Background: an optimization exercise with open tools, aiming at small area, a short achievable clock period and few clock cycles per item. Do not read the settings as production practice. The RTL was checked by simulation tests, not by an equivalence proof against the original design.

==> flow/design.v (excerpt) <==
module sha384_core (
    input  wire         clk,
    input  wire         rst,
    input  wire         in_valid,
    output wire         in_ready,
    input  wire [63:0]  in_data,
    input  wire         in_first,
    input  wire         in_last,
    output reg          out_valid,
    output wire [383:0] out_digest
);
clock: 15.0 ns
lec_check: 0
abc_area: 1
cap_margin: 20
core_margin: 2
core_utilization: 40
slew_margin: 20
synth_memory_max_bits: 16384
standard.sh (not shown) runs the stock make flow with config.mk's settings and CLKGATE_MAP_FILE= SYNTH_SCRIPT=/design/flow/synth_recipe.tcl, a recipe that flattens the netlist after the stock synthesis.
==> flow/flow/run.sh <==
#!/bin/bash
# Standard synthesis and layout, with these changes to how the layout is made:
#  * timing repair aims at a setup margin of MARGIN ns over the design's
#    clock period (flow/margin.txt), so gates are sized for a shorter period;
#  * clock tree synthesis uses the buffers in flow/ctsbuf.txt, clusters of up
#    to 20 sinks within 200 um per leaf buffer and no dummy loads;
#  * ports are buffered with buf_2 cells.
# The constraints (constraint.sdc) are the standard flow's, unchanged.
set -euo pipefail
MARGIN=$(cat flow/margin.txt)
CTS="-sink_clustering_enable -sink_clustering_size 20 -sink_clustering_max_diameter 200 -repair_clock_nets -dont_use_dummy_load -buf_list {$(cat flow/ctsbuf.txt)}"
bash standard.sh synth > synth.log 2>&1
bash standard.sh SETUP_SLACK_MARGIN=$MARGIN "CTS_ARGS=$CTS" "BUFFER_PORTS_ARGS=-buffer_cell sky130_fd_sc_hd__buf_2" finish > layout.log 2>&1
==> flow/flow/ctsbuf.txt <==
sky130_fd_sc_hd__clkbuf_16
==> flow/flow/margin.txt <==
10.6
Testbench counts at the start, summed over its fixed seeds: cycles 59,084, blocks 703.
Then changed:
--- a/flow/flow/run.sh
+++ b/flow/flow/run.sh
@@ -5,2 +5 @@
-#  * clock tree synthesis uses the buffers in flow/ctsbuf.txt, clusters of up
-#    to 20 sinks within 200 um per leaf buffer and no dummy loads;
+#  * clock tree synthesis uses the buffers in flow/ctsbuf.txt and no dummy loads;
@@ -11 +10 @@
-CTS="-sink_clustering_enable -sink_clustering_size 20 -sink_clustering_max_diameter 200 -repair_clock_nets -dont_use_dummy_load -buf_list {$(cat flow/ctsbuf.txt)}"
+CTS="-sink_clustering_enable -repair_clock_nets -dont_use_dummy_load -buf_list {$(cat flow/ctsbuf.txt)}"
=>
- The changed run finished clean
- global-route usage came out higher by 0.32 points
- clock-buffer cell count came out higher by 101
- first-iteration DRC count came out lower slightly
- wire length came out higher slightly
- worst setup slack got worse by 0.0087 ns

---

== run A ==
Starting RTL as in the previous note.
export LEC_CHECK = 0
export ABC_AREA = 1
export CAP_MARGIN = 20
export CORE_MARGIN = 2
export CORE_UTILIZATION = 40
export SLEW_MARGIN = 20
export SYNTH_MEMORY_MAX_BITS = 16384
create_clock -name core_clock -period 15.0 [get_ports {clk}]
==> flow/flow/run.sh <==
#!/bin/bash
# Standard synthesis and layout, with these changes to how the layout is made:
#  * timing repair aims at a setup margin of MARGIN ns over the design's
#    clock period (flow/margin.txt), so gates are sized for a shorter period;
#  * clock tree synthesis uses the buffers in flow/ctsbuf.txt and no dummy loads;
#  * ports are buffered with buf_2 cells.
# The constraints (constraint.sdc) are the standard flow's, unchanged.
set -euo pipefail
MARGIN=$(cat flow/margin.txt)
CTS="-sink_clustering_enable -repair_clock_nets -dont_use_dummy_load -buf_list {$(cat flow/ctsbuf.txt)}"
bash standard.sh synth > synth.log 2>&1
bash standard.sh SETUP_SLACK_MARGIN=$MARGIN "CTS_ARGS=$CTS" "BUFFER_PORTS_ARGS=-buffer_cell sky130_fd_sc_hd__buf_2" finish > layout.log 2>&1
==> flow/flow/margin.txt <==
10.3
Scripts as last shown in full above: flow/flow/ctsbuf.txt
Run A: all stages complete, timing, DRC and antenna checks passed
Testbench counts of run A, summed over its fixed seeds: cycles 59,084, blocks 703.
diff inputs: run A => run B
-- flow/flow/run.sh --
<<< run A, line 5
#  * clock tree synthesis uses the buffers in flow/ctsbuf.txt and no dummy loads;
>>> run B, line 5
#  * clock tree synthesis uses smaller clock buffers and no dummy loads;
==> flow/flow/ctsbuf.txt <==
sky130_fd_sc_hd__clkbuf_4 sky130_fd_sc_hd__clkbuf_8
==> flow/flow/margin.txt <==
10.5
Findings:
Of run A and run B, the lower time the worst path needs with I/O delays and setup belongs to run B. The capturing instance or port of the critical path comes out e[41] in one run and e[33] in the other, namely in run A and run B respectively. Between run A and run B, final cell count increased. Looking at sequential share of layout area, run B sits 1.1 points below run A. Between run A and run B, number of diodes increased.

port drivers added, routing unchanged:
No port has a modelled driver above. Below, the same layouts with a new extraction and two added sets of constraints.
Step 1 (the two cells are an assumption about what drives the block):
set clk [get_ports {clk}]
set_driving_cell -lib_cell sky130_fd_sc_hd__clkbuf_16 $clk
set_driving_cell -lib_cell sky130_fd_sc_hd__buf_2 [delete_from_list [all_inputs] $clk]
Step 2 moves the port delays by t, midway between the first and last clock arrival at a register: inputs arrive t later, outputs are due t later. That takes back most of the time a late clock gives input paths.
Slacks: ideal / step 1 / step 2; pairs: ideal / step 1.
| run | shift t [ns] | setup slack, ns | slew at the worst register clock pin (ns) | cell pins on the clock port's net |
|---|---|---|---|---|
| the first run of note 1 | 0.917 | 10.547 / 10.540 / 10.524 | 0.11 / 0.11 | 1 |
| the second run of note 1 | 0.954 | 10.539 / 10.524 / 10.535 | 0.07 / 0.07 | 1 |
| run A | 0.953 | 10.017 / 10.017 / 10.017 | 0.07 / 0.07 | 1 |
| run B | 1.160 | 10.406 / 10.315 / 10.406 | 0.07 / 0.07 | 1 |
After both steps every run listed still meets setup and hold. For the first run of note 1, which loses most, drivers alone change the setup slack by -0.007 ns; drivers and shift together by -0.023 ns.
